Context: an optimization exercise on an open-source flow, tuned for small area, a short achievable clock period and few clock cycles per item. The choices shown serve that exercise and are no tape-out recipe. The RTL was checked by simulation tests, not by an equivalence proof against the original design. Power is estimated from default activity; no workload was simulated.

[flow/config.mk]
export PLATFORM = sky130hd
export DESIGN_NAME = spindle_lane
export DESIGN_NICKNAME = spindle_lane
export VERILOG_FILES = /design/flow/design.v
export SDC_FILE = /design/flow/constraint.sdc
export NUM_CORES = 4
export LEC_CHECK = 0
export CAP_MARGIN = 20
export CORE_MARGIN = 2
export CORE_UTILIZATION = 40
export SLEW_MARGIN = 20
[flow/constraint.sdc]
create_clock -name core_clock -period 12.0 [get_ports {clk}]
set_input_delay 2.4000 -clock core_clock [delete_from_list [all_inputs] [get_ports {clk}]]
set_output_delay 2.4000 -clock core_clock [all_outputs]
set_load 0.01 [all_outputs]
[flow/design.v]
module spindle_lane (
    input  wire        clk,
    input  wire        rst,
    input  wire        in_valid,
    output wire        in_ready,
    input  wire [2:0]  in_op,
    input  wire        in_acc,
    input  wire [15:0] in_a,
    input  wire [1:0]  in_a_tag,
    input  wire [15:0] in_b,
    input  wire [1:0]  in_b_tag,
    input  wire [3:0]  in_shift,
    input  wire        in_i32,
    output reg         out_valid,
    output reg  [31:0] out_data,
    output reg  [1:0]  out_tag,
    output reg         out_cond_valid,
    output reg  [1:0]  out_cond
);
    localparam [2:0] OP_CLR   = 3'd0;
    localparam [2:0] OP_ADD   = 3'd1;
    localparam [2:0] OP_SUB   = 3'd2;
    localparam [2:0] OP_MAC   = 3'd3;
    localparam [2:0] OP_MSUB  = 3'd4;
    localparam [2:0] OP_CMP   = 3'd5;
    localparam [2:0] OP_SIGN  = 3'd6;
    localparam [2:0] OP_STORE = 3'd7;
    assign in_ready = 1'b1;
    wire in_addsub = (in_op == OP_ADD) | (in_op == OP_SUB);
    wire in_flip   = (in_op == OP_ADD) | (in_op == OP_MSUB);
    wire [16:0] bx = {in_b, 1'b0};
    wire [7:0]  d_one, d_two, d_neg;
    genvar gi;
    generate
        for (gi = 0; gi < 8; gi = gi + 1) begin : g_booth
            wire b2 = bx[2*gi+2];
            wire b1 = bx[2*gi+1];
            wire b0 = bx[2*gi];
            wire one_b = b1 ^ b0;
            wire two_b = (b2 & ~b1 & ~b0) | (~b2 & b1 & b0);
            if (gi == 7) begin : g_top
                assign d_one[gi] = one_b & ~in_addsub;
                assign d_two[gi] = two_b | in_addsub;
                assign d_neg[gi] = (b2 | in_addsub) ^ in_flip;
            end else begin : g_low
                assign d_one[gi] = one_b & ~in_addsub;
                assign d_two[gi] = two_b & ~in_addsub;
                assign d_neg[gi] = (b2 & ~in_addsub) ^ in_flip;
            end
        end
    endgenerate
    reg        a_v;
    reg [2:0]  a_op;
    reg        a_acc;
    reg [15:0] a_a;
    reg [7:0]  bone, btwo, bneg;
    reg        a_ainv, a_binv;
    reg [3:0]  a_shift;
    reg        a_i32;
    always @(posedge clk) begin
        a_v     <= in_valid & ~rst;
        a_op    <= in_op;
        a_acc   <= in_acc;
        a_a     <= in_a;
        bone    <= d_one;
        btwo    <= d_two;
        bneg    <= d_neg;
        a_ainv  <= in_a_tag[1];
        a_binv  <= in_b_tag[1];
        a_shift <= in_shift;
        a_i32   <= in_i32;
    end
    wire is_add  = (a_op == OP_ADD);
    wire is_sub  = (a_op == OP_SUB);
    wire is_mac  = (a_op == OP_MAC);
    wire is_msub = (a_op == OP_MSUB);
    wire [16:0] ax = {a_a[15], a_a};      
    wire [16:0] pp0, pp1, pp2, pp3, pp4, pp5, pp6, pp7;
    function [16:0] ppsel(input one, input two, input neg, input [16:0] m);
        ppsel = (({17{one}} & m) | ({17{two}} & {m[15:0], 1'b0})) ^ {17{neg}};
    endfunction
    assign pp0 = ppsel(bone[0], btwo[0], bneg[0], ax);
    assign pp1 = ppsel(bone[1], btwo[1], bneg[1], ax);
    assign pp2 = ppsel(bone[2], btwo[2], bneg[2], ax);
    assign pp3 = ppsel(bone[3], btwo[3], bneg[3], ax);
    assign pp4 = ppsel(bone[4], btwo[4], bneg[4], ax);
    assign pp5 = ppsel(bone[5], btwo[5], bneg[5], ax);
    assign pp6 = ppsel(bone[6], btwo[6], bneg[6], ax);
    assign pp7 = ppsel(bone[7], btwo[7], bneg[7], ax);
    wire [40:0] ps, pc;
    wire hs0 = pp0[10] ^ pp1[8];
    wire hc0 = pp0[10] & pp1[8];
    wire hs1 = pp0[11] ^ pp1[9];
    wire hc1 = pp0[11] & pp1[9];
    wire fs0 = pp0[12] ^ pp1[10] ^ pp2[8];
    wire fc0 = (pp0[12] & pp1[10]) | (pp0[12] & pp2[8]) | (pp1[10] & pp2[8]);
    wire hs2 = pp3[6] ^ pp4[4];
    wire hc2 = pp3[6] & pp4[4];
    wire fs1 = pp0[13] ^ pp1[11] ^ pp2[9];
    wire fc1 = (pp0[13] & pp1[11]) | (pp0[13] & pp2[9]) | (pp1[11] & pp2[9]);
    wire hs3 = pp3[7] ^ pp4[5];
    wire hc3 = pp3[7] & pp4[5];
    wire fs2 = pp0[14] ^ pp1[12] ^ pp2[10];
    wire fc2 = (pp0[14] & pp1[12]) | (pp0[14] & pp2[10]) | (pp1[12] & pp2[10]);
    wire fs3 = pp3[8] ^ pp4[6] ^ pp5[4];
    wire fc3 = (pp3[8] & pp4[6]) | (pp3[8] & pp5[4]) | (pp4[6] & pp5[4]);
    wire hs4 = pp6[2] ^ pp7[0];
    wire hc4 = pp6[2] & pp7[0];
    wire fs4 = pp0[15] ^ pp1[13] ^ pp2[11];
    wire fc4 = (pp0[15] & pp1[13]) | (pp0[15] & pp2[11]) | (pp1[13] & pp2[11]);
    wire fs5 = pp3[9] ^ pp4[7] ^ pp5[5];
    wire fc5 = (pp3[9] & pp4[7]) | (pp3[9] & pp5[5]) | (pp4[7] & pp5[5]);
    wire hs5 = pp6[3] ^ pp7[1];
    wire hc5 = pp6[3] & pp7[1];
    wire fs6 = ~pp0[16] ^ pp1[14] ^ pp2[12];
    wire fc6 = (~pp0[16] & pp1[14]) | (~pp0[16] & pp2[12]) | (pp1[14] & pp2[12]);
    wire fs7 = pp3[10] ^ pp4[8] ^ pp5[6];
    wire fc7 = (pp3[10] & pp4[8]) | (pp3[10] & pp5[6]) | (pp4[8] & pp5[6]);
    wire fs8 = pp6[4] ^ pp7[2] ^ 1'b1;
    wire fc8 = (pp6[4] & pp7[2]) | (pp6[4] & 1'b1) | (pp7[2] & 1'b1);
    wire fs9 = pp1[15] ^ pp2[13] ^ pp3[11];
    wire fc9 = (pp1[15] & pp2[13]) | (pp1[15] & pp3[11]) | (pp2[13] & pp3[11]);
    wire fs10 = pp4[9] ^ pp5[7] ^ pp6[5];
    wire fc10 = (pp4[9] & pp5[7]) | (pp4[9] & pp6[5]) | (pp5[7] & pp6[5]);
    wire hs6 = pp7[3] ^ 1'b1;
    wire hc6 = pp7[3] & 1'b1;
    wire fs11 = ~pp1[16] ^ pp2[14] ^ pp3[12];
    wire fc11 = (~pp1[16] & pp2[14]) | (~pp1[16] & pp3[12]) | (pp2[14] & pp3[12]);
    wire fs12 = pp4[10] ^ pp5[8] ^ pp6[6];
    wire fc12 = (pp4[10] & pp5[8]) | (pp4[10] & pp6[6]) | (pp5[8] & pp6[6]);
    wire fs13 = pp2[15] ^ pp3[13] ^ pp4[11];
    wire fc13 = (pp2[15] & pp3[13]) | (pp2[15] & pp4[11]) | (pp3[13] & pp4[11]);
    wire hs7 = pp5[9] ^ pp6[7];
    wire hc7 = pp5[9] & pp6[7];
    wire fs14 = ~pp2[16] ^ pp3[14] ^ pp4[12];
    wire fc14 = (~pp2[16] & pp3[14]) | (~pp2[16] & pp4[12]) | (pp3[14] & pp4[12]);
    wire hs8 = pp3[15] ^ pp4[13];
    wire hc8 = pp3[15] & pp4[13];
    wire hs9 = pp0[6] ^ pp1[4];
    wire hc9 = pp0[6] & pp1[4];
    wire hs10 = pp0[7] ^ pp1[5];
    wire hc10 = pp0[7] & pp1[5];
    wire fs15 = pp0[8] ^ pp1[6] ^ pp2[4];
    wire fc15 = (pp0[8] & pp1[6]) | (pp0[8] & pp2[4]) | (pp1[6] & pp2[4]);
    wire hs11 = pp3[2] ^ pp4[0];
    wire hc11 = pp3[2] & pp4[0];
    wire fs16 = pp0[9] ^ pp1[7] ^ pp2[5];
    wire fc16 = (pp0[9] & pp1[7]) | (pp0[9] & pp2[5]) | (pp1[7] & pp2[5]);
    wire hs12 = pp3[3] ^ pp4[1];
    wire hc12 = pp3[3] & pp4[1];
    wire fs17 = hs0 ^ pp2[6] ^ pp3[4];
    wire fc17 = (hs0 & pp2[6]) | (hs0 & pp3[4]) | (pp2[6] & pp3[4]);
    wire fs18 = pp4[2] ^ pp5[0] ^ bneg[5];
    wire fc18 = (pp4[2] & pp5[0]) | (pp4[2] & bneg[5]) | (pp5[0] & bneg[5]);
    wire fs19 = hs1 ^ pp2[7] ^ pp3[5];
    wire fc19 = (hs1 & pp2[7]) | (hs1 & pp3[5]) | (pp2[7] & pp3[5]);
    wire fs20 = pp4[3] ^ pp5[1] ^ hc0;
    wire fc20 = (pp4[3] & pp5[1]) | (pp4[3] & hc0) | (pp5[1] & hc0);
    wire fs21 = fs0 ^ hs2 ^ pp5[2];
    wire fc21 = (fs0 & hs2) | (fs0 & pp5[2]) | (hs2 & pp5[2]);
    wire fs22 = pp6[0] ^ bneg[6] ^ hc1;
    wire fc22 = (pp6[0] & bneg[6]) | (pp6[0] & hc1) | (bneg[6] & hc1);
    wire fs23 = fs1 ^ hs3 ^ pp5[3];
    wire fc23 = (fs1 & hs3) | (fs1 & pp5[3]) | (hs3 & pp5[3]);
    wire fs24 = pp6[1] ^ fc0 ^ hc2;
    wire fc24 = (pp6[1] & fc0) | (pp6[1] & hc2) | (fc0 & hc2);
    wire fs25 = fs2 ^ fs3 ^ hs4;
    wire fc25 = (fs2 & fs3) | (fs2 & hs4) | (fs3 & hs4);
    wire fs26 = bneg[7] ^ fc1 ^ hc3;
    wire fc26 = (bneg[7] & fc1) | (bneg[7] & hc3) | (fc1 & hc3);
    wire fs27 = fs4 ^ fs5 ^ hs5;
    wire fc27 = (fs4 & fs5) | (fs4 & hs5) | (fs5 & hs5);
    wire fs28 = fc2 ^ fc3 ^ hc4;
    wire fc28 = (fc2 & fc3) | (fc2 & hc4) | (fc3 & hc4);
    wire fs29 = fs6 ^ fs7 ^ fs8;
    wire fc29 = (fs6 & fs7) | (fs6 & fs8) | (fs7 & fs8);
    wire fs30 = fc4 ^ fc5 ^ hc5;
    wire fc30 = (fc4 & fc5) | (fc4 & hc5) | (fc5 & hc5);
    wire fs31 = fs9 ^ fs10 ^ hs6;
    wire fc31 = (fs9 & fs10) | (fs9 & hs6) | (fs10 & hs6);
    wire fs32 = fc6 ^ fc7 ^ fc8;
    wire fc32 = (fc6 & fc7) | (fc6 & fc8) | (fc7 & fc8);
    wire fs33 = fs11 ^ fs12 ^ pp7[4];
    wire fc33 = (fs11 & fs12) | (fs11 & pp7[4]) | (fs12 & pp7[4]);
    wire fs34 = fc9 ^ fc10 ^ hc6;
    wire fc34 = (fc9 & fc10) | (fc9 & hc6) | (fc10 & hc6);
    wire fs35 = fs13 ^ hs7 ^ pp7[5];
    wire fc35 = (fs13 & hs7) | (fs13 & pp7[5]) | (hs7 & pp7[5]);
    wire fs36 = fc11 ^ fc12 ^ 1'b1;
    wire fc36 = (fc11 & fc12) | (fc11 & 1'b1) | (fc12 & 1'b1);
    wire fs37 = fs14 ^ pp5[10] ^ pp6[8];
    wire fc37 = (fs14 & pp5[10]) | (fs14 & pp6[8]) | (pp5[10] & pp6[8]);
    wire fs38 = pp7[6] ^ fc13 ^ hc7;
    wire fc38 = (pp7[6] & fc13) | (pp7[6] & hc7) | (fc13 & hc7);
    wire fs39 = hs8 ^ pp5[11] ^ pp6[9];
    wire fc39 = (hs8 & pp5[11]) | (hs8 & pp6[9]) | (pp5[11] & pp6[9]);
    wire fs40 = pp7[7] ^ fc14 ^ 1'b1;
    wire fc40 = (pp7[7] & fc14) | (pp7[7] & 1'b1) | (fc14 & 1'b1);
    wire fs41 = ~pp3[16] ^ pp4[14] ^ pp5[12];
    wire fc41 = (~pp3[16] & pp4[14]) | (~pp3[16] & pp5[12]) | (pp4[14] & pp5[12]);
    wire fs42 = pp6[10] ^ pp7[8] ^ hc8;
    wire fc42 = (pp6[10] & pp7[8]) | (pp6[10] & hc8) | (pp7[8] & hc8);
    wire fs43 = pp4[15] ^ pp5[13] ^ pp6[11];
    wire fc43 = (pp4[15] & pp5[13]) | (pp4[15] & pp6[11]) | (pp5[13] & pp6[11]);
    wire hs13 = pp7[9] ^ 1'b1;
    wire hc13 = pp7[9] & 1'b1;
    wire fs44 = ~pp4[16] ^ pp5[14] ^ pp6[12];
    wire fc44 = (~pp4[16] & pp5[14]) | (~pp4[16] & pp6[12]) | (pp5[14] & pp6[12]);
    wire hs14 = pp5[15] ^ pp6[13];
    wire hc14 = pp5[15] & pp6[13];
    wire hs15 = pp0[4] ^ pp1[2];
    wire hc15 = pp0[4] & pp1[2];
    wire hs16 = pp0[5] ^ pp1[3];
    wire hc16 = pp0[5] & pp1[3];
    wire fs45 = hs9 ^ pp2[2] ^ pp3[0];
    wire fc45 = (hs9 & pp2[2]) | (hs9 & pp3[0]) | (pp2[2] & pp3[0]);
    wire fs46 = hs10 ^ pp2[3] ^ pp3[1];
    wire fc46 = (hs10 & pp2[3]) | (hs10 & pp3[1]) | (pp2[3] & pp3[1]);
    wire fs47 = fs15 ^ hs11 ^ bneg[4];
    wire fc47 = (fs15 & hs11) | (fs15 & bneg[4]) | (hs11 & bneg[4]);
    wire fs48 = fs16 ^ hs12 ^ fc15;
    wire fc48 = (fs16 & hs12) | (fs16 & fc15) | (hs12 & fc15);
    wire fs49 = fs17 ^ fs18 ^ fc16;
    wire fc49 = (fs17 & fs18) | (fs17 & fc16) | (fs18 & fc16);
    wire fs50 = fs19 ^ fs20 ^ fc17;
    wire fc50 = (fs19 & fs20) | (fs19 & fc17) | (fs20 & fc17);
    wire fs51 = fs21 ^ fs22 ^ fc19;
    wire fc51 = (fs21 & fs22) | (fs21 & fc19) | (fs22 & fc19);
    wire fs52 = fs23 ^ fs24 ^ fc21;
    wire fc52 = (fs23 & fs24) | (fs23 & fc21) | (fs24 & fc21);
    wire fs53 = fs25 ^ fs26 ^ fc23;
    wire fc53 = (fs25 & fs26) | (fs25 & fc23) | (fs26 & fc23);
    wire fs54 = fs27 ^ fs28 ^ fc25;
    wire fc54 = (fs27 & fs28) | (fs27 & fc25) | (fs28 & fc25);
    wire fs55 = fs29 ^ fs30 ^ fc27;
    wire fc55 = (fs29 & fs30) | (fs29 & fc27) | (fs30 & fc27);
    wire fs56 = fs31 ^ fs32 ^ fc29;
    wire fc56 = (fs31 & fs32) | (fs31 & fc29) | (fs32 & fc29);
    wire fs57 = fs33 ^ fs34 ^ fc31;
    wire fc57 = (fs33 & fs34) | (fs33 & fc31) | (fs34 & fc31);
    wire fs58 = fs35 ^ fs36 ^ fc33;
    wire fc58 = (fs35 & fs36) | (fs35 & fc33) | (fs36 & fc33);
    wire fs59 = fs37 ^ fs38 ^ fc35;
    wire fc59 = (fs37 & fs38) | (fs37 & fc35) | (fs38 & fc35);
    wire fs60 = fs39 ^ fs40 ^ fc37;
    wire fc60 = (fs39 & fs40) | (fs39 & fc37) | (fs40 & fc37);
    wire fs61 = fs41 ^ fs42 ^ fc39;
    wire fc61 = (fs41 & fs42) | (fs41 & fc39) | (fs42 & fc39);
    wire fs62 = fs43 ^ hs13 ^ fc41;
    wire fc62 = (fs43 & hs13) | (fs43 & fc41) | (hs13 & fc41);
    wire fs63 = fs44 ^ pp7[10] ^ fc43;
    wire fc63 = (fs44 & pp7[10]) | (fs44 & fc43) | (pp7[10] & fc43);
    wire fs64 = hs14 ^ pp7[11] ^ fc44;
    wire fc64 = (hs14 & pp7[11]) | (hs14 & fc44) | (pp7[11] & fc44);
    wire fs65 = ~pp5[16] ^ pp6[14] ^ pp7[12];
    wire fc65 = (~pp5[16] & pp6[14]) | (~pp5[16] & pp7[12]) | (pp6[14] & pp7[12]);
    wire hs17 = pp6[15] ^ pp7[13];
    wire hc17 = pp6[15] & pp7[13];
    wire hs18 = pp0[2] ^ pp1[0];
    wire hc18 = pp0[2] & pp1[0];
    wire hs19 = pp0[3] ^ pp1[1];
    wire hc19 = pp0[3] & pp1[1];
    wire fs66 = hs15 ^ pp2[0] ^ bneg[2];
    wire fc66 = (hs15 & pp2[0]) | (hs15 & bneg[2]) | (pp2[0] & bneg[2]);
    wire fs67 = hs16 ^ pp2[1] ^ hc15;
    wire fc67 = (hs16 & pp2[1]) | (hs16 & hc15) | (pp2[1] & hc15);
    wire fs68 = fs45 ^ bneg[3] ^ hc16;
    wire fc68 = (fs45 & bneg[3]) | (fs45 & hc16) | (bneg[3] & hc16);
    wire fs69 = fs46 ^ hc9 ^ fc45;
    wire fc69 = (fs46 & hc9) | (fs46 & fc45) | (hc9 & fc45);
    wire fs70 = fs47 ^ hc10 ^ fc46;
    wire fc70 = (fs47 & hc10) | (fs47 & fc46) | (hc10 & fc46);
    wire fs71 = fs48 ^ hc11 ^ fc47;
    wire fc71 = (fs48 & hc11) | (fs48 & fc47) | (hc11 & fc47);
    wire fs72 = fs49 ^ hc12 ^ fc48;
    wire fc72 = (fs49 & hc12) | (fs49 & fc48) | (hc12 & fc48);
    wire fs73 = fs50 ^ fc18 ^ fc49;
    wire fc73 = (fs50 & fc18) | (fs50 & fc49) | (fc18 & fc49);
    wire fs74 = fs51 ^ fc20 ^ fc50;
    wire fc74 = (fs51 & fc20) | (fs51 & fc50) | (fc20 & fc50);
    wire fs75 = fs52 ^ fc22 ^ fc51;
    wire fc75 = (fs52 & fc22) | (fs52 & fc51) | (fc22 & fc51);
    wire fs76 = fs53 ^ fc24 ^ fc52;
    wire fc76 = (fs53 & fc24) | (fs53 & fc52) | (fc24 & fc52);
    wire fs77 = fs54 ^ fc26 ^ fc53;
    wire fc77 = (fs54 & fc26) | (fs54 & fc53) | (fc26 & fc53);
    wire fs78 = fs55 ^ fc28 ^ fc54;
    wire fc78 = (fs55 & fc28) | (fs55 & fc54) | (fc28 & fc54);
    wire fs79 = fs56 ^ fc30 ^ fc55;
    wire fc79 = (fs56 & fc30) | (fs56 & fc55) | (fc30 & fc55);
    wire fs80 = fs57 ^ fc32 ^ fc56;
    wire fc80 = (fs57 & fc32) | (fs57 & fc56) | (fc32 & fc56);
    wire fs81 = fs58 ^ fc34 ^ fc57;
    wire fc81 = (fs58 & fc34) | (fs58 & fc57) | (fc34 & fc57);
    wire fs82 = fs59 ^ fc36 ^ fc58;
    wire fc82 = (fs59 & fc36) | (fs59 & fc58) | (fc36 & fc58);
    wire fs83 = fs60 ^ fc38 ^ fc59;
    wire fc83 = (fs60 & fc38) | (fs60 & fc59) | (fc38 & fc59);
    wire fs84 = fs61 ^ fc40 ^ fc60;
    wire fc84 = (fs61 & fc40) | (fs61 & fc60) | (fc40 & fc60);
    wire fs85 = fs62 ^ fc42 ^ fc61;
    wire fc85 = (fs62 & fc42) | (fs62 & fc61) | (fc42 & fc61);
    wire fs86 = fs63 ^ hc13 ^ fc62;
    wire fc86 = (fs63 & hc13) | (fs63 & fc62) | (hc13 & fc62);
    wire fs87 = fs64 ^ fc63 ^ 1'b1;
    wire fc87 = (fs64 & fc63) | (fs64 & 1'b1) | (fc63 & 1'b1);
    wire fs88 = fs65 ^ hc14 ^ fc64;
    wire fc88 = (fs65 & hc14) | (fs65 & fc64) | (hc14 & fc64);
    wire fs89 = hs17 ^ fc65 ^ 1'b1;
    wire fc89 = (hs17 & fc65) | (hs17 & 1'b1) | (fc65 & 1'b1);
    wire fs90 = ~pp6[16] ^ pp7[14] ^ hc17;
    wire fc90 = (~pp6[16] & pp7[14]) | (~pp6[16] & hc17) | (pp7[14] & hc17);
    wire hs20 = pp7[15] ^ 1'b1;
    wire hc20 = pp7[15] & 1'b1;
    assign ps = {1'b1, 1'b1, 1'b1, 1'b1, 1'b1, 1'b1, 1'b1, 1'b1, 1'b1, 1'b1, ~pp7[16], hs20, fs90, fs89, fs88, fs87, fs86, fs85, fs84, fs83, fs82, fs81, fs80, fs79, fs78, fs77, fs76, fs75, fs74, fs73, fs72, fs71, fs70, fs69, fs68, fs67, fs66, hs19, hs18, pp0[1], pp0[0]};
    assign pc = {1'b0, 1'b0, 1'b0, 1'b0, 1'b0, 1'b0, 1'b0, 1'b0, 1'b0, 1'b0, hc20, fc90, fc89, fc88, fc87, fc86, fc85, fc84, fc83, fc82, fc81, fc80, fc79, fc78, fc77, fc76, fc75, fc74, fc73, fc72, fc71, fc70, fc69, fc68, fc67, fc66, hc19, hc18, bneg[1], 1'b0, bneg[0]};
    wire reads_inv = a_ainv | ((is_mac | is_msub) & a_binv);
    reg        b_arith, b_clr, b_cmp, b_sign, b_store;
    reg        b_inv;
    reg [3:0]  b_shift;
    reg        b_i32;
    reg [40:0] b_ps, b_pc;
    always @(posedge clk) begin
        b_arith <= a_v & ~rst & (is_add | is_sub | is_mac | is_msub);
        b_clr   <= a_v & ~rst & (a_op == OP_CLR);
        b_cmp   <= a_v & ~rst & (a_op == OP_CMP);
        b_sign  <= a_v & ~rst & (a_op == OP_SIGN);
        b_store <= a_v & ~rst & (a_op == OP_STORE);
        b_inv   <= reads_inv;
        b_shift <= a_shift;
        b_i32   <= a_i32;
        b_ps    <= ps;
        b_pc    <= pc;
    end
    reg [40:0] xr, yr;
    reg        xr_g, xr_gn, xr_inv;    
    reg        yr_g, yr_gn, yr_inv;    
    reg        xmap;
    reg        rst_q;
    wire [40:0] x = xr;
    wire [40:0] y = yr;
    wire x_inv = xr_inv;
    wire y_inv = yr_inv;
    wire x_guard = xr_g | (x[40] ^ x[39]);
    wire y_guard = yr_g | (y[40] ^ y[39]);
    wire x_gneg  = xr_g ? xr_gn : x[40];
    wire [30:0] cs_s = x[30:0] ^ b_ps[30:0] ^ b_pc[30:0];
    wire [30:0] cs_c = (x[30:0] & b_ps[30:0]) | (x[30:0] & b_pc[30:0]) |
                       (b_ps[30:0] & b_pc[30:0]);
    wire [31:0] lo   = {1'b0, cs_s} + {1'b0, cs_c[29:0], 1'b0};
    wire [9:0]  x_hi = x[40:31];
    wire [9:0]  hi_m = x_hi - 10'd1;
    wire [9:0]  hi_p = x_hi + 10'd1;
    wire [9:0]  hi_a = cs_c[30] ? x_hi : hi_m;    
    wire [9:0]  hi_b = cs_c[30] ? hi_p : x_hi;    
    wire [40:0] sum  = {lo[31] ? hi_b : hi_a, lo[30:0]};
    wire        sx     = x[40];
    wire [40:0] yy     = sx ? y : ~y;
    wire [41:0] cz     = {x[40], x} + {yy[40], yy};
    wire        cmp_gt = sx ? cz[41] : ~cz[41];
    wire        x_zero = (x == 41'd0);
    wire [3:0]         sk = {b_shift[3], ~b_shift[2:0]};
    wire signed [31:0] xs = x[39:8];
    wire signed [31:0] v  = xs >>> sk;
    wire q_hi = ~v[31] & (|v[30:15]);
    wire q_lo =  v[31] & ~(&v[30:15]);
    reg [31:0] st_data;
    reg [1:0]  st_tag;
    always @(*) begin
        if (x_guard) begin
            if (b_i32)
                st_data = x_gneg ? 32'h8000_0000 : 32'h7fff_ffff;
            else
                st_data = x_gneg ? 32'hffff_8000 : 32'h0000_7fff;
            st_tag = 2'b11;
        end else if (b_i32) begin
            st_data = v;
            st_tag  = {x_inv, 1'b0};
        end else if (q_hi) begin
            st_data = 32'h0000_7fff;
            st_tag  = {x_inv, 1'b1};
        end else if (q_lo) begin
            st_data = 32'hffff_8000;
            st_tag  = {x_inv, 1'b1};
        end else begin
            st_data = {{16{v[15]}}, v[15:0]};
            st_tag  = {x_inv, 1'b0};
        end
    end
    wire        keep  = ~b_clr & ~rst_q;         
    wire        nx_g  = keep & (b_arith ? x_guard : xr_g);
    wire        nx_gn = keep & (b_arith ? x_gneg  : xr_gn);
    wire        nx_inv = keep & (xr_inv | (b_arith & b_inv));
    wire [40:0] nx_hold = keep ? xr : 41'd0;
    wire [40:0] ny      = rst_q ? 41'd0 : yr;
    wire        ny_g    = ~rst_q & yr_g;
    wire        ny_gn   = ~rst_q & yr_gn;
    wire        ny_inv  = ~rst_q & yr_inv;
    wire same    = (a_acc == xmap);              
    wire add_x   =  same & b_arith & ~rst_q;     
    wire add_y   = ~same & b_arith & ~rst_q;     
    wire [40:0] xr_alt = same ? nx_hold : ny;
    wire [40:0] yr_alt = same ? ny : nx_hold;
    always @(posedge clk) begin
        rst_q  <= rst;
        xmap   <= a_acc;
        xr     <= add_x ? sum : xr_alt;
        yr     <= add_y ? sum : yr_alt;
        xr_g   <= same ? nx_g   : ny_g;
        xr_gn  <= same ? nx_gn  : ny_gn;
        xr_inv <= same ? nx_inv : ny_inv;
        yr_g   <= same ? ny_g   : nx_g;
        yr_gn  <= same ? ny_gn  : nx_gn;
        yr_inv <= same ? ny_inv : nx_inv;
    end
    always @(posedge clk) begin
        out_valid      <= ~rst & (b_cmp | b_sign | b_store);
        out_data       <= st_data;
        out_tag        <= st_tag;
        out_cond_valid <= b_cmp ? ~(x_guard | x_inv | y_guard | y_inv)
                                : ~(x_guard | x_inv);
        out_cond       <= b_cmp ? {1'b0, cmp_gt}
                                : (x_zero ? 2'b00 : (x[40] ? 2'b11 : 2'b01));
    end
endmodule
[flow/flow/run.sh]
#!/bin/bash
# The standard layout (standard.sh: ORFS synthesis to finish), with
# these make settings on top:
#  - CTS_*: clock-tree clustering;
set -euo pipefail
bash standard.sh SETUP_SLACK_MARGIN=8.7 CORE_UTILIZATION=80 PLACE_DENSITY=0.86 CTS_CLUSTER_SIZE=25 CTS_CLUSTER_DIAMETER=200 'BUFFER_PORTS_ARGS=-buffer_cell sky130_fd_sc_hd__buf_1' finish > standard.log 2>&1
[flow/standard.sh]
#!/bin/bash
# synth_recipe.tcl (not shown) runs the flow's synth.tcl, then flattens the netlist and writes it again
# the make line also repeats each setting of config.mk as NAME=value (left out here)
make -C /OpenROAD-flow-scripts/flow DESIGN_CONFIG=/design/flow/config.mk WORK_HOME=/design/flow/orfs CLKGATE_MAP_FILE= SYNTH_SCRIPT=/design/flow/synth_recipe.tcl "${@:-finish}"
==> flow_summary.yaml, run 1 <==
min_path:
  hold_path.class: "reg -> reg"
  whs_path_depth: 0
  whs_endpoint: "b_i32"
  min_from: "a_i32"
status:
  status: "no timing/DRC/antenna violations"
global_route:
  grt_pass1_wl_um: 76600
  grt_usage_pct: 40.0
  grt_max_degree: 63
  antenna_found_initial: 0
  grt_overflow: 0
  grt_pass1_vias: 15100
die:
  core_um2: 22000
  start_util_pct: 82.1
  die_h_um: 154
  rows: 54
  die_x_um: 154
  die-area_um2: 23800
  num_io_pins: 87
final_layout:
  area_growth_pct: 9.43
  final_util_pct: 89.9
  fin_nets: 2246
  diodes: 0
  drive_gt1_share_pct: 16.1
  multiInputGateArea_um2: 12200
  seq_area_um2: 5270
  n_fill_cell: 996
logic_synthesis:
  synthCells: 1990
  syn_avg_cell_area_um2: 9.06
  syn_nets: 2247
  synth-seq-area-share_pct: 28.0
  yosys_warnings: 1
  yosysTopAreaCell: "dfxtp_1"
  synth_edf_count: 0
  synth.area.top_cells: "dfxtp_1 (28%), fa_1 (13%), xnor2_1 (7.7%)"
  ys_ff_latch: 252
  ys_types: 79
  synth_top_flop_cell: "dfxtp_1"
  synth.top_cell.area_share_pct: 28.0
  async_flop_share_pct: 0
  synthesis.area_um2: 18000
detailed_routing:
  via_per_inst: 7.13
  routed_wl_um: 54300
  postRouteAntennaNets: 0
  drc: 0
  drt_iter0_drc: 1911
  vias: 16200
  avgRoutedWirePerCell_um: 23.9
  drt_first_pass_iters: 17
power:
  powerDensity_nw_per_um2: 263
  pwr-share-comb_pct: 66.6
  p_sw_share_pct: 47.9
  ir_drop_v: 0.000207
  clkPwrFrac_pct: 10.0
  pwr-share-seq_pct: 23.5
  power.switching_mw: 2.49
  intPower_mw: 2.71
  p_leak_nw: 8.19
  finalPower_mw: 5.19
clocking:
  clk-insertion-delay-late_ns: 0.51
  cts.path.max_buffers: 3
  cts.sinks: 252
  cts_buffers: 14
  clkSlewWorstSetupHoldPaths_ns: 0.10
  cts-root-buf: "clkbuf_16"
  tritoncts: "done"
  htree_levels: 1
timing:
  period_minus_slack_ns: 3.61
  finalSetupTns_ns: 0
  clock_skew_ns: 0.0271
  hold_violations: 0
  rsz0062_at_grt: "true"
  worst_slack_ns: 8.39
  fmax_mhz: 277
  hold_ws_ns: 0.336
  slew_headroom_pct: 27.1
  tightest_slew_ns: 1.09
  period_share_pct: 30.1
  final-setup-viol-count: 0
  report.final.slew_viol_count: 0
worst_setup_path:
  worstSetupPathType: "reg -> reg"
  crit_required_ns: 12.39
  crit_top_cell: "buf_4"
  reg2reg_from: "b_ps[2]"
  regToRegSetupSlack_ns: 8.39
  worstReg2RegEnd: "xr[17]"
  path_cells: "fa_1, buf_4, fa_2, a211oi_4, o21ai_2, a21oi_4, a21o_1, buf_4, o21bai_1, a21oi_1, xnor2_1, a222oi_1, inv_1"
  worst_setup_path_end_kind: "register"
  path_max_fanout: 3
  cpPeakStageDelay_ns: 0.52
  cp.arrival_ns: 4.00
  cpMaxStageDelayCell: "fa_1"
  reg2reg_depth: 13
  startpoint_type: "register"
placement:
  io_buffers: 83
  gp_congestion: 0.971
  dpl_worst_slack_ns: 7.86
  place_hpwl_um: 32700
flow_run:
  maxCapViolCount: 0
[registers in the layout (all words and copies together), names as in the netlist, 2 cells and up]
name      cells
yr           41
bone          8
b_ps         31
out_tag       2
bneg          8
a_op          3
btwo          8
out_cond      2
a_shift       4
out_data     32
a_a          16
b_pc         30
b_shift       4
xr           41
[cell type report]
class | count | share of cell area (%)
sequential | 252 | 26.7
timing repair buffer | 145 | 4.83
tap | 280 | 1.78
inverter | 134 | 2.57
clock buffer | 15 | 1.90
multi-input combinational | 1441 | 62.1
timing repair inverter | 1 | 0.0254
clock inverter | 1 | 0.152
[power by group through the flow]
stage	sequential, mW	clock, mW	combinational [mW]
finish	1.22	0.518	3.46
global route	1.23	0.540	3.70
CTS	1.20	0.509	2.82
detailed placement	1.22	0	2.58
global placement	1.21	0	2.44
floorplan	1.14	0	1.98
[what timing repair did]
item / CTS / global route
setup endpoints to repair: 142 / 107
pin swaps: 15 / 40
hold buffers: 0 / 0
resized for setup: 143 / 141
cloned: 0 / 1
setup buffers: 11 / 34
[worst max-delay path, delay by kind of cell, from the launching register on]
family / cells / cell delay (ns)
buf+inv: 3 / 0.44
fa+ha+maj: 2 / 0.92
flops: 1 / 0.34
xor+xnor: 1 / 0.15
compound gates: 7 / 1.64
[cell usage after synthesis, drive strengths merged (5+ instances only)]
library cell,count
a22oi,145
a221oi,24
dfxtp,252
o21a,9
nand2b,11
or4,6
o31a,7
o21ai,101
fa,114
mux2i,49
o211ai,17
nor2b,23
xnor2,159
a31oi,9
nor4,15
o31ai,5
nor3,24
buf,21
a22o,6
ha,95
mux2,15
nand4,9
a211o,9
nand2,124
mux4,11
o21bai,10
a21o,36
a21oi,122
clkbuf,141
or3,12
nand3,19
inv,134
xor2,60
a211oi,7
nor2,141
[logic make-up (layout without fill, tap and decap cells)]
group,count (synthesis),after routing,share of synthesized area (%)
buffers and inverters,297,296,6.84
AOI/OAI and AO/OA,531,531,19.8
DFF,252,252,28.0
and+or+nand+nor,406,406,10.4
muxes,75,75,5.09
other,1,1,0.0208
xor gates and xnor gates,219,219,10.6
adders and majority gates,209,209,19.2
[worst max-delay path by stage]
stage	from	endpoint	cells past startpoint
global placement	xr[14]	yr[38]	11
detailed placement	xr[12]	yr[38]	12
floorplan	bneg[4]	b_ps[14]	10
global route	b_ps[2]	xr[17]	13
finish	b_ps[2]	xr[17]	13
CTS	bneg[7]	b_ps[16]	7
[cell usage in the layout (no fill, tap or decap), types with 11 or more instances in the layout]
master	netlist	layout
inv_1	132	131
or3_1	12	12
o211ai_1	16	16
nor4_1	14	13
buf_2	3	24
buf_1	9	43
dfxtp_1	252	170
clkbuf_16	0	15
a22oi_1	145	141
buf_4	2	56
mux2_2	14	13
xnor2_1	159	155
nand2_1	124	124
ha_1	95	80
dfxtp_2	0	35
nor3_1	24	21
mux2i_1	49	42
xor2_1	60	57
nor2_1	141	138
o21ai_2	11	13
nand2b_1	11	11
a21oi_1	120	113
a21o_1	36	35
dfxtp_4	0	47
fa_1	114	110
a221oi_1	24	21
nand3_1	19	19
buf_6	4	21
o21ai_0	88	79
nor2b_1	23	22
[per-layer routing]
metal  up-vias  track usage [%]  share of wire [%]
li1       6899                -                  -
met1      7503             47.4                 34
met2      1360             68.7                 47
met3       411             7.16                 11
met4         0             22.4                7.4
met5         -                0                  0
[through the flow]
step           instances  cell area [µm²]
2_1_floorplan       1990            18100
3_5_place_dp        2207            18100
6_report            2269            19700
3_3_place_gp        2206            18100
4_1_cts             2234            19000
5_1_grt             2269            19700
Testbench counts, summed over its fixed seeds: cycles 24,103, items 24,079.
==> inputs of run 2 (changes only) <==
==> flow/flow/run.sh (replaced) <==
#!/bin/bash
# The standard layout (standard.sh: ORFS synthesis to finish), with
# these make settings on top:
#  - CTS_*: clock-tree clustering;
set -euo pipefail
bash standard.sh SETUP_SLACK_MARGIN=8.5 CORE_UTILIZATION=70 PLACE_DENSITY=0.78 CTS_CLUSTER_SIZE=25 CTS_CLUSTER_DIAMETER=200 'BUFFER_PORTS_ARGS=-buffer_cell sky130_fd_sc_hd__buf_1' finish > standard.log 2>&1
==> flow_summary.yaml, run 2 <==
worst_setup_path:
  startpoint_type: "register"
  cp.arrival_ns: 3.82
  worst_setup_path_end_kind: "register"
  worstSetupPathType: "reg -> reg"
  path_max_fanout: 7
  crit_required_ns: 12.40
clocking:
  cts.sinks: 252
  cts_buffers: 14
  postCtsHoldBufs: 0
  cts-root-buf: "clkbuf_16"
  clkSlewWorstSetupHoldPaths_ns: 0.10
  cts.path.max_buffers: 3
  tritoncts: "done"
  clk-insertion-delay-late_ns: 0.50
  htree_levels: 1
timing:
  fmax_mhz: 293
  finalSetupTns_ns: 0
  clock_skew_ns: 0.0285
  hold_violations: 0
  period_minus_slack_ns: 3.42
  hold_ws_ns: 0.340
  final-setup-viol-count: 0
  tightest_slew_ns: 1.04
  report.final.slew_viol_count: 0
  rsz0062_at_grt: "true"
  slew_headroom_pct: 30.8
  period_share_pct: 28.5
die:
  die_h_um: 164
  rows: 58
  die-area_um2: 27100
  start_util_pct: 71.4
  core_um2: 25300
  num_io_pins: 87
  die_x_um: 164
logic_synthesis:
  synth.area.top_cells: "dfxtp_1 (28%), fa_1 (13%), xnor2_1 (7.7%)"
  synthesis.area_um2: 18000
  synth_top_flop_cell: "dfxtp_1"
  ys_ff_latch: 252
  yosys_warnings: 1
  synth-seq-area-share_pct: 28.0
  synth.top_cell.area_share_pct: 28.0
  synth_edf_count: 0
  synth.most_common_cell: "dfxtp_1"
  syn_avg_cell_area_um2: 9.06
  syn_nets: 2247
  async_flop_share_pct: 0
  synthCells: 1990
  ys_types: 79
  synth_commonest_cells: "dfxtp_1 (252), xnor2_1 (159), a22oi_1 (145), nor2_1 (141), clkbuf_1 (137)"
  yosysTopAreaCell: "dfxtp_1"
placement:
  place_inst: 2259
  io_buffers: 83
  place_hpwl_um: 32300
  gp_congestion: 0.956
global_route:
  grt_pass1_wl_um: 72400
  grt_overflow: 0
  grt_max_degree: 63
  antenna_found_initial: 0
  grt_pass1_vias: 14400
  grt_usage_pct: 33.4
final_layout:
  fin_nets: 2217
  seq_area_um2: 5130
  final_cell_mix: "dfxtp_1 (200), xnor2_1 (156), a22oi_1 (145), nor2_1 (138), inv_1 (132)"
  largestRegisters: "xr: 41 flops, yr: 41 flops, out_data: 32 flops"
  area_growth_pct: 5.48
  n_fill_cell: 1853
  final_util_pct: 75.3
  multiInputGateArea_um2: 12000
  stdcell_count: 2290
  diodes: 0
  final_common_cell: "dfxtp_1"
  drive_gt1_share_pct: 9.44
min_path:
  hold_path.class: "reg -> reg"
status:
  status: "no timing/DRC/antenna violations"
power:
  p_leak_nw: 7.84
  pwr-share-comb_pct: 62.4
  ir_drop_v: 0.000149
  powerDensity_nw_per_um2: 239
  intPower_mw: 2.45
  p_sw_share_pct: 46.0
  clkPwrFrac_pct: 11.3
  power.switching_mw: 2.09
  finalPower_mw: 4.54
  pwr-share-seq_pct: 26.4
flow_run:
  maxCapViolCount: 0
detailed_routing:
  drt_first_pass_iters: 6
  drc: 0
  postRouteAntennaNets: 0
  avgRoutedWirePerCell_um: 19.9
  drt_iter0_drc: 1309
  routed_wl_um: 45700
  via_per_inst: 6.41
  vias: 14700
## run 2: cell counts after synthesis
No cell type changed its count.
## run 2: worst max-delay path, stage by stage, from the launching register on
cell     delay [ns]
dfxtp_1        0.62
fa_1           0.50
ha_1           0.42
nand3_1        0.17
nor3_1         0.34
o21ai_2        0.16
a21oi_2        0.22
buf_6          0.15
mux2_2         0.37
a21o_1         0.19
a21o_1         0.17
## run 2: metrics by stage
| step | area, µm² | setup slack, ns |
|---|---|---|
| after floorplan | 18000 | 8.53 |
| after global placement | 18200 | 7.91 |
| after detailed placement | 18200 | 7.82 |
| after CTS | 18700 | 8.51 |
| after global routing | 19000 | 8.46 |
| final | 19000 | 8.58 |
## run 2: cell families after synthesis
kind of cell / Yosys count / synth area share, %
simple gates: 406 / 10.4
fa+ha+maj: 209 / 19.2
buf+inv: 297 / 6.84
xor+xnor: 219 / 10.6
mux: 75 / 5.09
other cells: 1 / 0.0208
compound gates: 531 / 19.8
flops: 252 / 28.0
## run 2: worst paths after layout
check                                start         end  slack [ns]  cells past startpoint
worst max-delay path                xr[25]      yr[38]        8.58                     10
worst min-delay path            a_shift[3]  b_shift[3]        0.34                      0
worst max register to register      xr[25]      yr[38]        8.58                     10
worst min register to register  a_shift[3]  b_shift[3]        0.34                      0
## run 2: repair_timing
| action | CTS | global route |
|---|---|---|
| cloned | 0 | 1 |
| resized for setup | 55 | 49 |
| endpoints found under the setup margin | 62 | 67 |
| setup buffers | 3 | 11 |
| pin swaps | 3 | 19 |
## run 2: final cells by class
type                    count  share of cell area (%)
multi-input cells        1441                    63.1
flip-flops and latches    252                    27.0
repair buffers            117                    3.00
inverters                 134                    2.64
well taps                 330                    2.17
clock buffers              15                    1.97
clock inverters             1                   0.158
## run 2: layer usage
metal	wire length, µm	GRT usage, %	up-vias	share of wire, %
li1	-	-	6813	-
met1	18000	42.1	7029	40
met2	22000	57.2	681	48
met3	3620	5.05	163	7.9
met4	2030	14.5	0	4.4
met5	0	0	-	0
## run 2: power by group through the flow
stage / Sequential (mW) / Combinational (mW) / Clock [mW]
3_3_place_gp: 1.21 / 2.47 / 0
5_1_grt: 1.22 / 3.16 / 0.544
3_5_place_dp: 1.21 / 2.58 / 0
4_1_cts: 1.20 / 2.65 / 0.518
2_1_floorplan: 1.14 / 1.98 / 0
6_report: 1.20 / 2.83 / 0.511
==> inputs of run 3 (changes only) <==
==> flow/flow/run.sh (replaced) <==
#!/bin/bash
# The standard layout (standard.sh: ORFS synthesis to finish), with
# these make settings on top:
#  - CTS_*: clock-tree clustering;
set -euo pipefail
bash standard.sh SETUP_SLACK_MARGIN=8.3 CORE_UTILIZATION=70 PLACE_DENSITY=0.78 CTS_CLUSTER_SIZE=25 CTS_CLUSTER_DIAMETER=200 'BUFFER_PORTS_ARGS=-buffer_cell sky130_fd_sc_hd__buf_1' finish > standard.log 2>&1
==> flow_summary.yaml, run 3 <==
status:
  status: "no timing/DRC/antenna violations"
timing:
  report.final.slew_viol_count: 0
  clock_skew_ns: 0.0290
  hold_violations: 0
  period_minus_slack_ns: 3.63
  fmax_mhz: 276
  rsz0062_at_grt: "false"
  final-setup-viol-count: 0
  slew_headroom_pct: 26.3
  finalSetupTns_ns: 0
  period_share_pct: 30.2
  tightest_slew_ns: 1.10
min_path:
  whs_path_depth: 0
  min_from: "a_shift[0]"
  hold_path.class: "reg -> reg"
  whs_endpoint: "b_shift[0]"
power:
  p_leak_nw: 7.75
  power.switching_mw: 2.01
  powerDensity_nw_per_um2: 233
  clkPwrFrac_pct: 11.6
  ir_drop_v: 0.000124
  pwr-share-seq_pct: 27.4
  pwr-share-comb_pct: 61.0
  p_sw_share_pct: 46.1
  intPower_mw: 2.35
global_route:
  grt_max_degree: 63
  antenna_found_initial: 0
  grt_pass1_vias: 14300
  grt_overflow: 0
  grt_usage_pct: 33.4
  grt_pass1_wl_um: 72300
clocking:
  cts_buffers: 14
  htree_levels: 1
  tritoncts: "done"
  cts.sinks: 252
  clkSlewWorstSetupHoldPaths_ns: 0.10
  cts.path.max_buffers: 3
  postCtsHoldBufs: 0
  cts-root-buf: "clkbuf_16"
  clk-insertion-delay-late_ns: 0.51
logic_synthesis:
  async_flop_share_pct: 0
  yosysTopAreaCell: "dfxtp_1"
  synth_edf_count: 0
  synth.most_common_cell: "dfxtp_1"
  syn_avg_cell_area_um2: 9.06
  synthesis.area_um2: 18000
  syn_nets: 2247
  synth.area.top_cells: "dfxtp_1 (28%), fa_1 (13%), xnor2_1 (7.7%)"
  yosys_warnings: 1
  synthCells: 1990
  synth.top_cell.area_share_pct: 28.0
  synth_top_flop_cell: "dfxtp_1"
  synth-seq-area-share_pct: 28.0
  ys_ff_latch: 252
  synth_commonest_cells: "dfxtp_1 (252), xnor2_1 (159), a22oi_1 (145), nor2_1 (141), clkbuf_1 (137)"
  ys_types: 79
placement:
  place_hpwl_um: 32200
  gp_congestion: 0.942
  place_inst: 2259
  dpl-instance-area_um2: 18200
  io_buffers: 83
final_layout:
  design_area_um2: 18700
  diodes: 0
  drive_gt1_share_pct: 6.26
  seq_area_um2: 5070
  stdcell_count: 2278
  area_growth_pct: 3.90
  largestRegisters: "xr: 41 flops, yr: 41 flops, out_data: 32 flops"
  final_common_cell: "dfxtp_1"
  final_util_pct: 74.2
  multiInputGateArea_um2: 11900
  n_fill_cell: 1949
  final_cell_mix: "dfxtp_1 (230), xnor2_1 (157), a22oi_1 (145), nor2_1 (139), inv_1 (132)"
  fin_nets: 2205
die:
  start_util_pct: 71.4
  rows: 58
  num_io_pins: 87
  die_x_um: 164
  die-area_um2: 27100
  core_um2: 25300
  die_h_um: 164
worst_setup_path:
  cp.arrival_ns: 4.07
  crit_required_ns: 12.44
  reg2reg_depth: 9
  worstSetupPathType: "reg -> reg"
  reg2reg_from: "btwo[5]"
  worst_setup_path_end_kind: "register"
  path_max_fanout: 16
  regToRegSetupSlack_ns: 8.37
  worstReg2RegEnd: "b_ps[18]"
  startpoint_type: "register"
detailed_routing:
  vias: 14700
  drt_first_pass_iters: 6
  avgRoutedWirePerCell_um: 19.9
  drt_iter0_drc: 1294
  postRouteAntennaNets: 0
  routed_wl_um: 45400
  via_per_inst: 6.43
  drc: 0
flow_run:
  maxCapViolCount: 0
run 3: cell counts after synthesis:
Identical to the previous run, type by type.
run 3: how the worst max path moves through the flow:
stage | from | to | slack (ns) | cells after the start
after floorplan | bneg[4] | b_ps[14] | 8.43 | 10
after global placement | xr[14] | yr[38] | 7.63 | 11
after detailed placement | in_op[0] | btwo[5] | 7.82 | 4
after CTS | bone[1] | b_ps[18] | 8.32 | 9
after global routing | a_a[9] | b_ps[13] | 8.30 | 9
final | btwo[5] | b_ps[18] | 8.37 | 9
run 3: cells by family after synthesis:
family                   after synthesis  synth area share (%)
AO/OA/AOI/OAI                        531                  19.8
XOR/XNOR                             219                  10.6
adder cells (fa/ha/maj)              209                  19.2
buffers and inverters                297                  6.84
flip-flops                           252                  28.0
multiplexers                          75                  5.09
other                                  1                0.0208
AND/OR/NAND/NOR                      406                  10.4
run 3: cell type report:
class,count,share of cell area (%)
Multi-Input combinational cell,1442,63.4
Sequential cell,252,27.1
Clock inverter,2,0.247
Tap cell,330,2.20
Timing Repair Buffer,104,2.50
Inverter,134,2.68
Clock buffer,14,1.87
run 3: per-stage QoR:
stage	total power, mW	hold WS (ns)	worst slack (ns)
after floorplan	3.12	0.310	8.43
after global placement	3.67	0.314	7.63
after detailed placement	3.77	0.315	7.82
after CTS	4.31	0.333	8.32
after global routing	4.74	0.345	8.30
final	4.36	0.333	8.37
run 3: critical path, stage by stage, from the launching register on:
cell,delay (ns)
dfxtp_1,0.82
a22oi_1,0.24
xor2_1,0.21
fa_1,0.56
inv_1,0.06
fa_1,0.50
inv_1,0.05
fa_1,0.53
inv_1,0.06
fa_1,0.52
run 3: what timing repair did:
action                     4_1_cts  5_1_grt
setup buffers                    2        0
resized for setup                6       30
setup endpoints to repair       26       58
pin swaps                        2        4
cloned                           1        0
run 3: metal layers:
metal	part of all wire, %	GRT usage (%)
met1	41	42.8
met3	8.0	4.22
met5	0	0
met4	4.4	14.1
met2	47	57.2
run 3: power groups by stage:
stage | Combinational [mW] | Clock [mW] | Sequential, mW
3_5_place_dp | 2.56 | 0 | 1.21
5_1_grt | 2.99 | 0.541 | 1.21
2_1_floorplan | 1.98 | 0 | 1.14
4_1_cts | 2.61 | 0.510 | 1.19
6_report | 2.66 | 0.504 | 1.19
3_3_place_gp | 2.47 | 0 | 1.21
==> inputs of run 4 (changes only) <==
==> flow/flow/run.sh (replaced) <==
#!/bin/bash
# The standard layout (standard.sh: ORFS synthesis to finish), with
# these make settings on top:
#  - CTS_*: clock-tree clustering;
set -euo pipefail
bash standard.sh SETUP_SLACK_MARGIN=8.6 CORE_UTILIZATION=70 PLACE_DENSITY=0.78 CTS_CLUSTER_SIZE=32 CTS_CLUSTER_DIAMETER=200 'BUFFER_PORTS_ARGS=-buffer_cell sky130_fd_sc_hd__buf_1' finish > standard.log 2>&1
==> flow_summary.yaml, run 4 <==
final_layout:
  area_growth_pct: 5.97
  final_util_pct: 75.7
  diodes: 0
  n_fill_cell: 1868
  largestRegisters: "xr: 41 flops, yr: 41 flops, out_data: 32 flops"
  final_common_cell: "dfxtp_1"
  drive_gt1_share_pct: 11.2
  fin_nets: 2219
  final_cell_mix: "dfxtp_1 (194), xnor2_1 (157), a22oi_1 (145), nor2_1 (137), inv_1 (132)"
detailed_routing:
  routed_wl_um: 46100
  postRouteAntennaNets: 0
  vias: 14800
  avgRoutedWirePerCell_um: 20.1
  drt_iter0_drc: 1633
  drt_first_pass_iters: 6
  via_per_inst: 6.47
  drc: 0
clocking:
  clk-insertion-delay-late_ns: 0.49
  tritoncts: "done"
  postCtsHoldBufs: 0
  cts_buffers: 11
  cts.sinks: 252
  clkSlewWorstSetupHoldPaths_ns: 0.12
  cts-root-buf: "clkbuf_16"
  htree_levels: 1
  cts.path.max_buffers: 3
logic_synthesis:
  syn_avg_cell_area_um2: 9.06
  yosys_warnings: 1
  yosysTopAreaCell: "dfxtp_1"
  synth.area.top_cells: "dfxtp_1 (28%), fa_1 (13%), xnor2_1 (7.7%)"
  ys_ff_latch: 252
  ys_types: 79
  async_flop_share_pct: 0
  synth_top_flop_cell: "dfxtp_1"
  synth-seq-area-share_pct: 28.0
  synthesis.area_um2: 18000
  synth.top_cell.area_share_pct: 28.0
  syn_nets: 2247
  synth_edf_count: 0
  synth.most_common_cell: "dfxtp_1"
  synthCells: 1990
  synth_commonest_cells: "dfxtp_1 (252), xnor2_1 (159), a22oi_1 (145), nor2_1 (141), clkbuf_1 (137)"
worst_setup_path:
  cpMaxStageDelayCell: "fa_2"
  worst_setup_path_end_kind: "register"
  path_max_fanout: 4
  worstSetupPathType: "reg -> reg"
  crit_top_cell: "a21oi_2"
  cp_top_family: "simple AND/OR/NAND/NOR gates"
  crit_required_ns: 12.33
  path_cells: "fa_2, ha_4, a21o_1, a21oi_2, nor4_2, or4b_4, nand4_1, nand3b_1, a21oi_2, xor2_2, o221ai_1"
  cp.arrival_ns: 3.71
  startpoint_type: "register"
  cpPeakStageDelay_ns: 0.62
  crit_buf_inv: 0
global_route:
  grt_pass1_vias: 14400
  grt_usage_pct: 33.8
  antenna_found_initial: 0
  grt_max_degree: 63
  grt_overflow: 0
  grt_pass1_wl_um: 73000
die:
  core_um2: 25300
  start_util_pct: 71.4
  num_io_pins: 87
  die_h_um: 164
  rows: 58
  die-area_um2: 27100
  die_x_um: 164
timing:
  rsz0062_at_grt: "true"
  fmax_mhz: 296
  finalSetupTns_ns: 0
  period_share_pct: 28.1
  worst_slack_ns: 8.62
  report.final.slew_viol_count: 0
  clock_skew_ns: 0.0142
  period_minus_slack_ns: 3.38
  final-setup-viol-count: 0
  hold_violations: 0
  hold_ws_ns: 0.340
  tightest_slew_ns: 1.03
  slew_headroom_pct: 31.0
power:
  p_leak_nw: 7.89
  intPower_mw: 2.47
  power.switching_mw: 2.06
  finalPower_mw: 4.53
  clkPwrFrac_pct: 9.9
  p_sw_share_pct: 45.5
  powerDensity_nw_per_um2: 237
  pwr-share-seq_pct: 26.4
  ir_drop_v: 0.000162
  pwr-share-comb_pct: 63.7
placement:
  gp_congestion: 0.957
  dpl_worst_slack_ns: 7.98
  place_hpwl_um: 32200
  io_buffers: 83
status:
  status: "no timing/DRC/antenna violations"
flow_run:
  maxCapViolCount: 0
min_path:
  hold_path.class: "reg -> reg"
## run 4: cell counts after synthesis
No cell type changed its count.
## run 4: path summary, 6_finish.rpt
check             startpoint          to  slack (ns)  cells past startpoint
setup / recovery       xr[2]      xr[30]        8.62                     11
hold / removal    a_shift[3]  b_shift[3]        0.34                      0
setup reg to reg       xr[2]      xr[30]        8.62                     11
hold reg to reg   a_shift[3]  b_shift[3]        0.34                      0
## run 4: cell families (layout without fill, tap and decap cells)
kind of cell | after synthesis | in the layout | share of synthesized area, %
xor gates and xnor gates | 219 | 219 | 10.6
other | 1 | 1 | 0.0208
and+or+nand+nor | 406 | 406 | 10.4
DFF | 252 | 252 | 28.0
buffers and inverters | 297 | 267 | 6.84
adders and majority gates | 209 | 209 | 19.2
muxes | 75 | 75 | 5.09
AOI/OAI and AO/OA | 531 | 532 | 19.8
## run 4: area by class of cell
class / count / area [µm²] / area share, %
Timing Repair Buffer: 121 / 631 / 3.30
Clock inverter: 1 / 30.0 / 0.157
Inverter: 134 / 503 / 2.63
Clock buffer: 11 / 275 / 1.44
Multi-Input combinational cell: 1442 / 12100 / 63.2
Sequential cell: 252 / 5180 / 27.1
Tap cell: 330 / 413 / 2.16
## run 4: power groups by stage
stage | Clock [mW] | Sequential (mW) | Combinational (mW)
6_report | 0.449 | 1.20 | 2.89
5_1_grt | 0.482 | 1.21 | 3.23
2_1_floorplan | 0 | 1.14 | 1.98
3_3_place_gp | 0 | 1.21 | 2.48
4_1_cts | 0.456 | 1.19 | 2.68
3_5_place_dp | 0 | 1.21 | 2.56
## run 4: repair_timing
item,CTS,global route
gates resized for setup,67,90
setup endpoints to repair,70,85
cloned,1,0
pin swaps,7,17
setup buffers,7,11
## run 4: stage by stage
stage | std cells | instance area (µm²)
2_1_floorplan | 1990 | 18000
6_report | 2291 | 19100
3_3_place_gp | 2260 | 18200
4_1_cts | 2280 | 18700
3_5_place_dp | 2260 | 18200
5_1_grt | 2291 | 19100
## run 4: metal layers
layer | GRT usage, % | routed length [µm] | vias to the layer above
li1 | - | - | 6840
met1 | 42.6 | 18300 | 7064
met2 | 58.8 | 22100 | 750
met3 | 3.49 | 3420 | 160
met4 | 15.7 | 2160 | 0
met5 | 0 | 0 | -
==> inputs of run 5 (changes only) <==
==> flow/flow/run.sh (replaced) <==
#!/bin/bash
# The standard layout (standard.sh: ORFS synthesis to finish), with
# these make settings on top:
#  - CTS_*: clock-tree clustering;
set -euo pipefail
bash standard.sh SETUP_SLACK_MARGIN=8.7 CORE_UTILIZATION=70 PLACE_DENSITY=0.78 CTS_CLUSTER_SIZE=25 CTS_CLUSTER_DIAMETER=200 'BUFFER_PORTS_ARGS=-buffer_cell sky130_fd_sc_hd__buf_1' finish > standard.log 2>&1
==> flow_summary.yaml, run 5 <==
global_route:
  grt_max_degree: 63
  grt_pass1_wl_um: 73000
  use_met2_pct: 57.7
  grt_usage_pct: 33.5
  gr-usage-met3_pct: 3.59
  busiest_layer: "met2"
  grt_overflow: 0
  antenna_found_initial: 0
  grt_pass1_vias: 14400
  grtUsageMet1_pct: 42.9
logic_synthesis:
  yosys_warnings: 1
  synth-seq-area-share_pct: 28.0
  async_flop_share_pct: 0
  yosysTopAreaCell: "dfxtp_1"
  synthCells: 1990
  synth.top_cell.area_share_pct: 28.0
  synth.area.top_cells: "dfxtp_1 (28%), fa_1 (13%), xnor2_1 (7.7%)"
  synth_top_flop_cell: "dfxtp_1"
  ys_ff_latch: 252
  synth_edf_count: 0
  syn_nets: 2247
  ys_types: 79
  synth.most_common_cell: "dfxtp_1"
  synth_commonest_cells: "dfxtp_1 (252), xnor2_1 (159), a22oi_1 (145), nor2_1 (141), clkbuf_1 (137)"
  synthesis.area_um2: 18000
  syn_avg_cell_area_um2: 9.06
die:
  num_io_pins: 87
  rows: 58
  die_h_um: 164
  die-area_um2: 27100
  die_x_um: 164
  core_um2: 25300
  start_util_pct: 71.4
power:
  powerDensity_nw_per_um2: 240
  finalPower_mw: 4.71
  ir_drop_v: 0.000167
  p_leak_nw: 8.12
placement:
  io_buffers: 83
  dpl-instance-area_um2: 18200
  place_hpwl_um: 31900
  dpl_worst_slack_ns: 7.90
  gp_congestion: 0.976
timing:
  period_share_pct: 27.9
  hold_ws_ns: 0.319
  worst_slack_ns: 8.65
  finalSetupTns_ns: 0
  slew_headroom_pct: 25.4
  rsz0062_at_grt: "true"
  period_minus_slack_ns: 3.35
  clock_skew_ns: 0.0275
  final-setup-viol-count: 0
  fmax_mhz: 299
  hold_violations: 0
  report.final.slew_viol_count: 0
  tightest_slew_ns: 1.12
worst_setup_path:
  cp_top_family: "flip-flops"
  worstSetupPathType: "reg -> out"
  reg2reg_from: "xr[2]"
  cpPeakStageDelay_ns: 0.34
  startpoint_type: "register"
  cpMaxStageDelayCell: "dfxtp_2"
  worstReg2RegEnd: "yr[20]"
  path_max_fanout: 1
  regToRegSetupSlack_ns: 8.69
  worst_setup_path_end_kind: "output port"
  crit_buf_inv: 1
  path_cells: "buf_6"
  reg2reg_depth: 11
  crit_required_ns: 9.60
  cp-startpoint: "out_data[8]"
  cp.arrival_ns: 0.95
clocking:
  clkSlewWorstSetupHoldPaths_ns: 0.10
  cts_buffers: 14
  postCtsHoldBufs: 0
  cts.path.max_buffers: 3
  cts-root-buf: "clkbuf_16"
  cts.sinks: 252
  clk-insertion-delay-late_ns: 0.50
  htree_levels: 1
  tritoncts: "done"
min_path:
  whs_path_depth: 0
  whs_endpoint: "b_shift[1]"
  hold_path.class: "reg -> reg"
  min_from: "a_shift[1]"
detailed_routing:
  drc: 0
  drt_first_pass_iters: 8
  routed_wl_um: 46100
  via_per_inst: 6.44
  drt_iter0_drc: 1295
  postRouteAntennaNets: 0
  vias: 14900
  avgRoutedWirePerCell_um: 19.9
flow_run:
  maxCapViolCount: 0
final_layout:
  fin_nets: 2236
  largestRegisters: "xr: 41 flops, yr: 41 flops, out_data: 32 flops"
  area_growth_pct: 8.95
  design_area_um2: 19600
  diodes: 0
  final_common_cell: "dfxtp_1"
  drive_gt1_share_pct: 15.0
  final_cell_mix: "dfxtp_1 (173), xnor2_1 (156), a22oi_1 (143), nor2_1 (137), inv_1 (131)"
status:
  status: "no timing/DRC/antenna violations"
[run 5: cell types whose count changed in the layout (fill, tap and decap cells not counted), moves of 17 or more]
cell and delta:
buf_1 -22, buf_2 +23, buf_6 +17, clkbuf_2 -17, dfxtp_1 -21, dfxtp_4 +17
[run 5: worst max-delay path by stage]
stage / to / slack [ns] / cells after the start
floorplan: b_ps[14] / 8.64 / 10
global placement: yr[38] / 7.68 / 11
finish: out_data[8] / 8.65 / 1
CTS: out_data[8] / 8.63 / 1
global route: yr[20] / 8.59 / 11
detailed placement: yr[38] / 7.90 / 12
[run 5: what timing repair did]
item | in CTS | in global routing
endpoints found under the setup margin | 142 | 123
endpoints found under the hold margin | 0 | 0
resized for setup | 143 | 112
cloned | 0 | 1
buffers inserted | 6 | 27
pin swaps | 14 | 28
[run 5: per-stage QoR]
step | utilization, % | instances
after floorplan | - | 1990
after global placement | 72.0 | 2258
after detailed placement | 72.1 | 2259
after CTS | 75.2 | 2281
after global routing | 77.8 | 2309
final | 77.8 | 2309
[run 5: where the power goes]
| part | switching, mW | internal, mW | leakage, nW |
|---|---|---|---|
| clock network | 0.280 | 0.229 | 0.196 |
| registers | 0.169 | 1.03 | 2.12 |
| logic | 1.68 | 1.32 | 5.80 |
[run 5: kinds of logic after synthesis]
family | share of synthesized area (%)
other | 0.0208
multiplexers | 5.09
buffers and inverters | 6.84
adder cells (fa/ha/maj) | 19.2
AND/OR/NAND/NOR | 10.4
flip-flops | 28.0
XOR/XNOR | 10.6
AO/OA/AOI/OAI | 19.8
[run 5: metal layers]
metal  wire length, µm  up-vias
li1                  -     6867
met1             18600     7143
met2             22000      699
met3              3370      163
met4              2050        0
met5                 0        -
[run 5: cell type report]
cell class                 instances  area (µm²)
timing repair inverter             1        5.00
inverter                         134         507
fill                            1777        5610
clock buffer                      15         375
multi-input combinational       1441       12200
tap                              330         413
sequential                       252        5250
clock inverter                     1        30.0
timing repair buffer             135         887
==> inputs of run 6 (changes only) <==
==> flow/flow/run.sh (replaced) <==
#!/bin/bash
# The standard layout (standard.sh: ORFS synthesis to finish), with
# these make settings on top:
#  - CTS_*: clock-tree clustering;
set -euo pipefail
bash standard.sh SETUP_SLACK_MARGIN=8.6 CORE_UTILIZATION=70 PLACE_DENSITY=0.78 CTS_CLUSTER_SIZE=25 CTS_CLUSTER_DIAMETER=200 'BUFFER_PORTS_ARGS=-buffer_cell sky130_fd_sc_hd__buf_1' finish > standard.log 2>&1
==> flow_summary.yaml, run 6 <==
status:
  status: "no timing/DRC/antenna violations"
timing:
  period_minus_slack_ns: 3.37
  period_share_pct: 28.1
  hold_ws_ns: 0.335
  finalSetupTns_ns: 0
  hold_violations: 0
  report.final.slew_viol_count: 0
  fmax_mhz: 297
  clock_skew_ns: 0.0344
  rsz0062_at_grt: "true"
  slew_headroom_pct: 32.0
  tightest_slew_ns: 1.02
  final-setup-viol-count: 0
  worst_slack_ns: 8.63
final_layout:
  drive_gt1_share_pct: 11.0
  fin_nets: 2223
  final_common_cell: "dfxtp_1"
  area_growth_pct: 6.36
  final_cell_mix: "dfxtp_1 (193), xnor2_1 (157), a22oi_1 (145), nor2_1 (138), inv_1 (132)"
  diodes: 0
  n_fill_cell: 1853
  largestRegisters: "xr: 41 flops, yr: 41 flops, out_data: 32 flops"
  design_area_um2: 19200
  seq_area_um2: 5180
  multiInputGateArea_um2: 12000
detailed_routing:
  postRouteAntennaNets: 0
  via_per_inst: 6.45
  avgRoutedWirePerCell_um: 20.1
  vias: 14800
  drt_iter0_drc: 1451
  drc: 0
  routed_wl_um: 46100
  drt_first_pass_iters: 5
worst_setup_path:
  crit_buf_inv: 1
  cp_top_family: "flip-flops"
  worst_setup_path_end_kind: "output port"
  startpoint_type: "register"
  cpMaxStageDelayCell: "dfxtp_1"
  cpPeakStageDelay_ns: 0.33
  reg2reg_depth: 9
  cp.depth: 1
  cp.arrival_ns: 0.97
  crit_required_ns: 9.60
  worstSetupPathType: "reg -> out"
  path_cells: "buf_1"
  path_max_fanout: 1
clocking:
  clk-insertion-delay-late_ns: 0.50
  htree_levels: 1
  cts.path.max_buffers: 3
  cts.sinks: 252
  tritoncts: "done"
  cts-root-buf: "clkbuf_16"
  clkSlewWorstSetupHoldPaths_ns: 0.09
  postCtsHoldBufs: 0
  cts_buffers: 14
logic_synthesis:
  synthCells: 1990
  synth-seq-area-share_pct: 28.0
  synthesis.area_um2: 18000
  ys_ff_latch: 252
  yosysTopAreaCell: "dfxtp_1"
  synth.area.top_cells: "dfxtp_1 (28%), fa_1 (13%), xnor2_1 (7.7%)"
  synth_edf_count: 0
  syn_avg_cell_area_um2: 9.06
  ys_types: 79
  synth.top_cell.area_share_pct: 28.0
  yosys_warnings: 1
  syn_nets: 2247
  synth_top_flop_cell: "dfxtp_1"
  synth.most_common_cell: "dfxtp_1"
  async_flop_share_pct: 0
  synth_commonest_cells: "dfxtp_1 (252), xnor2_1 (159), a22oi_1 (145), nor2_1 (141), clkbuf_1 (137)"
power:
  finalPower_mw: 4.58
  powerDensity_nw_per_um2: 239
  p_leak_nw: 7.92
  ir_drop_v: 0.000172
placement:
  dpl_worst_slack_ns: 7.98
  dpl-instance-area_um2: 18200
  gp_congestion: 0.957
  place_hpwl_um: 32200
  io_buffers: 83
die:
  die_h_um: 164
  core_um2: 25300
  die-area_um2: 27100
  start_util_pct: 71.4
  rows: 58
  die_x_um: 164
  num_io_pins: 87
global_route:
  grt_usage_pct: 33.7
  grt_overflow: 0
  grt_pass1_wl_um: 72800
  antenna_found_initial: 0
  grt_max_degree: 63
  grt_pass1_vias: 14500
min_path:
  hold_path.class: "reg -> reg"
  whs_path_depth: 0
flow_run:
  maxCapViolCount: 0
==> run 6: cell counts after synthesis <==
No cell type changed its count.
==> run 6: worst paths after layout <==
path	start	end	slack, ns
worst max-delay path	out_data[14]	out_data[14]	8.63
worst min-delay path	a_shift[3]	b_shift[3]	0.34
worst max register to register	bone[4]	b_ps[18]	8.63
worst min register to register	a_shift[3]	b_shift[3]	0.34
==> run 6: report_power, final <==
part	switching, mW	leakage, nW	internal (mW)
Clock	0.282	0.196	0.230
Combinational	1.62	5.61	1.25
Sequential	0.171	2.12	1.03
==> run 6: repair_timing <==
action / CTS / global route
buffers inserted: 7 / 12
pin swaps: 7 / 17
gates cloned: 1 / 0
gates resized for setup: 63 / 87
endpoints found under the setup margin: 68 / 99
==> run 6: cells by family (layout without fill, tap and decap cells) <==
group,after synthesis,after routing,synth area share (%)
flops,252,252,28.0
buf+inv,297,272,6.84
xor+xnor,219,219,10.6
fa+ha+maj,209,209,19.2
compound gates,531,532,19.8
other cells,1,1,0.0208
simple gates,406,406,10.4
mux,75,75,5.09
==> run 6: metal layers <==
layer | track usage [%] | wire [µm] | share of wire (%) | vias up
met3 | 3.67 | 3130 | 6.8 | 134
li1 | - | - | - | 6848
met4 | 14.7 | 1860 | 4.0 | 0
met5 | 0 | 0 | 0 | -
met1 | 42.2 | 18600 | 40 | 7131
met2 | 59.1 | 22500 | 49 | 706
==> run 6: cell type report <==
type                    instances  share of cell area, %
clock inverters                 1                  0.157
well taps                     330                   2.15
multi-input cells            1442                   62.8
flip-flops and latches        252                   27.0
repair buffers                122                   3.32
inverters                     134                   2.62
clock buffers                  15                   1.96
==> run 6: through the flow <==
stage | std cells | util (%)
global placement | 2260 | 72.1
CTS | 2284 | 74.5
finish | 2296 | 75.9
floorplan | 1990 | -
detailed placement | 2260 | 72.1
global route | 2296 | 75.9

==> separate check: timing with driven ports <==
In the flow no input, the clock included, has a driving cell. The finished layouts below were timed again as built, in two steps. Step 1 sets driving cells, clkbuf_16 on the clock port and buf_2 on the other inputs (assumed; they add their load-dependent delay and slew). Step 2 times the ports against the registers' clock, not the clock port: input delays grow and output delays shrink by t, the midpoint of the rising clock arrivals with the driver on. a / b / c = ideal / step 1 / step 2; a / b = the first two.
run	t, ns	setup WS [ns]
run 1	0.549	8.393 / 8.393 / 8.326
run 2	0.536	8.582 / 8.565 / 8.106
run 3	0.547	8.371 / 8.371 / 7.938
run 4	0.531	8.622 / 8.577 / 8.288
run 5	0.534	8.651 / 8.605 / 8.389
run 6	0.536	8.631 / 8.580 / 8.272
After both steps every run listed still meets setup and hold.
